Background: an optimization exercise with open tools, aiming at small area, a short achievable clock period and few clock cycles per item. Do not read the settings as production practice. Where RTL was checked, it was by simulation tests only, not by an equivalence proof against the original.

Setup of before:
==> flow/design.v (excerpt) <==
module cell_check (
    input  wire        clk,
    input  wire        rst,
    input  wire        in_valid,
    output wire        in_ready,
    input  wire [31:0] in_data,      
    input  wire [3:0]  in_stream,    
    output reg         res_valid,    
    output reg  [1:0]  res_kind,     
    output reg  [3:0]  res_stream,
    output reg  [15:0] res_lost      
);
==> module cell_check, before the edit <==
module cell_check (
    input  wire        clk,
    input  wire        rst,
    input  wire        in_valid,
    output wire        in_ready,
    input  wire [31:0] in_data,      
    input  wire [3:0]  in_stream,    
    output reg         res_valid,    
    output reg  [1:0]  res_kind,     
    output reg  [3:0]  res_stream,
    output reg  [15:0] res_lost      
);
    localparam [31:0] POLY_R = 32'hEDB8_8320;    
    localparam [31:0] HC     = 32'h76AD_8866;
    function [31:0] crc_word;
        input [31:0] c;
        input [31:0] w;
        reg   [31:0] v;
        integer i;
        begin
            v = c ^ {w[7:0], w[15:8], w[23:16], w[31:24]};
            for (i = 0; i < 32; i = i + 1)
                v = v[0] ? ((v >> 1) ^ POLY_R) : (v >> 1);
            crc_word = v;
        end
    endfunction
    localparam [1:0] S_W0 = 2'd0,    
                     S_W1 = 2'd1,    
                     S_PRE = 2'd2,   
                     S_DAT = 2'd3;   
    reg  [1:0]  st;
    reg         rdy;
    reg  [31:0] wq;          
    reg         vq;          
    reg  [6:0]  wcnt;        
    reg  [3:0]  cs;          
    reg         idle;
    reg  [7:0]  seq_hi, seq_lo;
    reg  [31:0] crc;
    reg         dec;         
    wire        take = in_valid & rdy;
    wire [15:0] seq  = {seq_hi, seq_lo};
    wire [31:0] pfx  = {5'd0, wq[27:17], seq};
    assign in_ready = rdy;
    always @(posedge clk) begin
        if (rdy) wq <= in_data;
        if (st == S_W1)
            crc <= 32'hFFFF_FFFF;
        else if (st == S_PRE || (st == S_DAT && vq))
            crc <= crc_word(crc, (st == S_PRE) ? pfx : wq);
        if (st == S_W0 && take) begin
            cs     <= in_stream;
            seq_hi <= in_data[7:0];
            idle   <= (in_data[31:28] == 4'd0);
        end
        if (st == S_W1 && in_valid)
            seq_lo <= in_data[31:24];
        if (st == S_PRE)
            wcnt <= 7'd0;
        else if (take)
            wcnt <= wcnt + 7'd1;
        dec <= 1'b0;
        if (rst) begin
            st  <= S_W0;
            rdy <= 1'b0;
            vq  <= 1'b0;
        end else begin
            case (st)
            S_W0: begin
                vq <= 1'b0;
                if (take) begin
                    st  <= S_W1;
                    rdy <= 1'b0;
                end else
                    rdy <= 1'b1;
            end
            S_W1: if (in_valid) st <= S_PRE;
            S_PRE: begin
                st  <= S_DAT;
                rdy <= 1'b1;
                vq  <= 1'b1;             
            end
            default: begin
                vq <= take;
                if (take && wcnt == 7'd66) begin
                    st  <= S_W0;
                    vq  <= 1'b0;
                    dec <= 1'b1;
                end
            end
            endcase
        end
    end
    reg  [16:0] ring [0:15];
    reg  [3:0]  head;
    reg  [15:0] lseq;        
    reg         lsync;
    reg  [3:0]  lid;
    reg         dirty;       
    wire        hit   = (head == lid);
    wire        fetch = (lid != cs) && !dirty && (head == cs);
    integer k;
    always @(posedge clk) begin
        ring[0] <= hit ? {lsync & ~rst, lseq} : {ring[15][16] & ~rst, ring[15][15:0]};
        for (k = 1; k < 16; k = k + 1)
            ring[k] <= {ring[k-1][16] & ~rst, ring[k-1][15:0]};
        head <= rst ? 4'd0 : head + 4'd1;
    end
    reg  [31:0] acc;
    reg  [3:0]  hcnt;
    reg         hbusy, hdone, hdr_ok;
    wire [15:0] delta = idle ? seq : (lsync ? (lseq ^ seq) : 16'd0);
    wire        dbit  = delta[{~hcnt[3], hcnt[2:0]}];
    wire [31:0] macc  = acc[0] ? ((acc >> 1) ^ POLY_R) : (acc >> 1);
    always @(posedge clk) begin
        if (rst || dec) begin
            hbusy  <= 1'b0;
            hdone  <= 1'b0;
        end else if (!hbusy && !hdone && hdr_ok && lid == cs) begin
            hbusy <= 1'b1;
            hcnt  <= 4'd0;
            acc   <= 32'd0;
        end else if (hbusy) begin
            acc  <= macc ^ (dbit ? HC : 32'd0);
            hcnt <= hcnt + 4'd1;
            if (hcnt == 4'd15) begin
                hbusy <= 1'b0;
                hdone <= 1'b1;
            end
        end
        if (rst || dec)
            hdr_ok <= 1'b0;
        else if (st == S_PRE)
            hdr_ok <= 1'b1;
    end
    wire [31:0] syn    = crc ^ ~wq;            
    wire        ok_b   = (syn == 32'd0);
    wire        ok_a   = (syn == acc);         
    wire [15:0] expv   = lsync ? lseq : seq;
    wire [15:0] nseq   = (ok_a ? expv : seq) + 16'd1;
    wire        kind2  = !idle && !ok_a && ok_b;
    wire        upd    = dec && !idle && (ok_a || ok_b);
    always @(posedge clk) begin
        if (rst) begin
            lsync <= 1'b0;
            dirty <= 1'b0;
            lid   <= 4'd0;
        end else if (upd) begin
            lseq  <= nseq;
            lsync <= 1'b1;
            dirty <= 1'b1;
        end else if (fetch) begin
            lseq  <= ring[15][15:0];
            lsync <= ring[15][16];
            lid   <= cs;
        end else if (hit)
            dirty <= 1'b0;
        res_valid  <= dec & ~rst;
        res_kind   <= idle ? (ok_a ? 2'd1 : 2'd3) : (ok_a ? 2'd0 : (ok_b ? 2'd2 : 2'd3));
        res_stream <= cs;
        res_lost   <= kind2 ? (seq - lseq) : 16'd0;
    end
endmodule
make LEC_CHECK=0 CAP_MARGIN=20 CORE_MARGIN=2 CORE_UTILIZATION=40 SLEW_MARGIN=20 finish   # period 8.0 ns
run.sh (not shown) runs the stock make flow with config.mk's settings and CLKGATE_MAP_FILE= SYNTH_SCRIPT=/design/flow/synth_recipe.tcl, a recipe that flattens the netlist after the stock synthesis.
Testbench counts of before, summed over its fixed seeds: cycles 89,616, cells 1,280.
Edits applied to the flow inputs when going from before to after:
-- flow/design.v --
<<< before, line 13
    localparam [31:0] POLY_R = 32'hEDB8_8320;    
    localparam [31:0] HC     = 32'h76AD_8866;
    function [31:0] crc_word;
        input [31:0] c;
        input [31:0] w;
        reg   [31:0] v;
        integer i;
        begin
            v = c ^ {w[7:0], w[15:8], w[23:16], w[31:24]};
            for (i = 0; i < 32; i = i + 1)
                v = v[0] ? ((v >> 1) ^ POLY_R) : (v >> 1);
            crc_word = v;
        end
    endfunction
    localparam [1:0] S_W0 = 2'd0,    
>>> after, line 13
    localparam [31:0] POLY_R = 32'hEDB8_8320;    
    localparam [31:0] HC     = 32'h76AD_8866;
    localparam [1023:0] FM = {32'h826880EF, 32'hC35CC098, 32'hE3C6E0A3, 32'h71E37051, 32'hBA9938C7, 32'hDF241C8C, 32'h6F920E46, 32'hB5A187CC, 32'hD8B84309, 32'h6C5C2184, 32'hB446902D, 32'hD84BC8F9, 32'hEE4D6493, 32'h7726B249, 32'h3B935924, 32'h1DC9AC92, 32'h8C8C56A6, 32'h46462B53, 32'h232315A9, 32'h11918AD4, 32'h08C8C56A, 32'h046462B5, 32'h805AB1B5, 32'hC245D835, 32'h6122EC1A, 32'h3091760D, 32'h9A203BE9, 32'h4D101DF4, 32'h26880EFA, 32'h1344077D, 32'h09A203BE, 32'h04D101DF};
    function [31:0] crc_shift32;
        input [31:0] x;
        integer j;
        begin
            for (j = 0; j < 32; j = j + 1)
                crc_shift32[j] = ^(x & FM[32*j +: 32]);
        end
    endfunction
    function [31:0] bswap;
        input [31:0] w;
        bswap = {w[7:0], w[15:8], w[23:16], w[31:24]};
    endfunction
    localparam [1:0] S_W0 = 2'd0,    
<<< before, line 41
    wire        take = in_valid & rdy;
    wire [15:0] seq  = {seq_hi, seq_lo};
    wire [31:0] pfx  = {5'd0, wq[27:17], seq};
    assign in_ready = rdy;
    always @(posedge clk) begin
        if (rdy) wq <= in_data;
        if (st == S_W1)
            crc <= 32'hFFFF_FFFF;
        else if (st == S_PRE || (st == S_DAT && vq))
            crc <= crc_word(crc, (st == S_PRE) ? pfx : wq);
        if (st == S_W0 && take) begin
            cs     <= in_stream;
>>> after, line 42
    wire        take = in_valid & rdy;
    wire [15:0] seq  = {seq_hi, seq_lo};
    wire [31:0] pfx  = {5'd0, wq[27:17], wq[7:0], in_data[31:24]};
    assign in_ready = rdy;
    always @(posedge clk) begin
        if (rdy) wq <= in_data;
        if (st == S_W1)
            crc <= ~(bswap(pfx) ^ bswap(wq));
        else if (st == S_PRE || (st == S_DAT && vq))
            crc <= crc_shift32(crc ^ bswap(wq));
        if (st == S_W0 && take) begin
            cs     <= in_stream;
<<< before, line 138
    wire        ok_a   = (syn == acc);         
    wire [15:0] expv   = lsync ? lseq : seq;
    wire [15:0] nseq   = (ok_a ? expv : seq) + 16'd1;
    wire        kind2  = !idle && !ok_a && ok_b;
    wire        upd    = dec && !idle && (ok_a || ok_b);
>>> after, line 139
    wire        ok_a   = (syn == acc);         
    wire [15:0] expv   = lsync ? lseq : seq;
    wire [15:0] exp1   = expv + 16'd1;
    wire [15:0] seq1   = seq + 16'd1;
    wire [15:0] nseq   = ok_a ? exp1 : seq1;
    wire        kind2  = !idle && !ok_a && ok_b;
    wire        upd    = dec && !idle && (ok_a || ok_b);
## What came out
Looking at shortest clock period the worst path allows after layout across after and before, the one that comes out lower is after.
Compared to before, after shows a wider setup margin.
From before to after the numbers moved as follows: total number of placement rows held steady, area taken by flip-flops and latches grew by 3.1%, highest attainable clock frequency grew by 23%.
Die outline width, after and before: higher on before
Comparing after with before, the total routed wirelength came out essentially unchanged.
Number of search-and-repair iterations in the first detailed-routing pass: after vs before down 1
No functional check of the RTL was part of after.

## separate check: timing with driven ports
No port has a modelled driver above. Below, the same layouts with a new extraction and two added sets of constraints. Step 1 (the two cells are an assumption about what drives the block):
set clk [get_ports {clk}]
set_driving_cell -lib_cell sky130_fd_sc_hd__clkbuf_16 $clk
set_driving_cell -lib_cell sky130_fd_sc_hd__buf_2 [delete_from_list [all_inputs] $clk]
Step 2 moves the port delays by t, midway between the first and last clock arrival at a register: inputs arrive t later, outputs are due t later. That takes back most of the time a late clock gives input paths. a / b / c = ideal ports / drivers / drivers and shift; a / b = the first two.
| run | t, ns | setup slack, ns | hold slack, ns | clock arrival spread, ns | worst slew at a driven data input, ns |
|---|---|---|---|---|---|
| before | 0.611 | 2.996 / 2.996 / 2.996 | 0.321 / 0.321 / 0.321 | 0.023 / 0.023 | 0.05 |
| after | 0.621 | 3.925 / 3.925 / 3.925 | 0.310 / 0.310 / 0.310 | 0.024 / 0.024 | 0.08 |
After both steps every run listed still meets setup and hold.
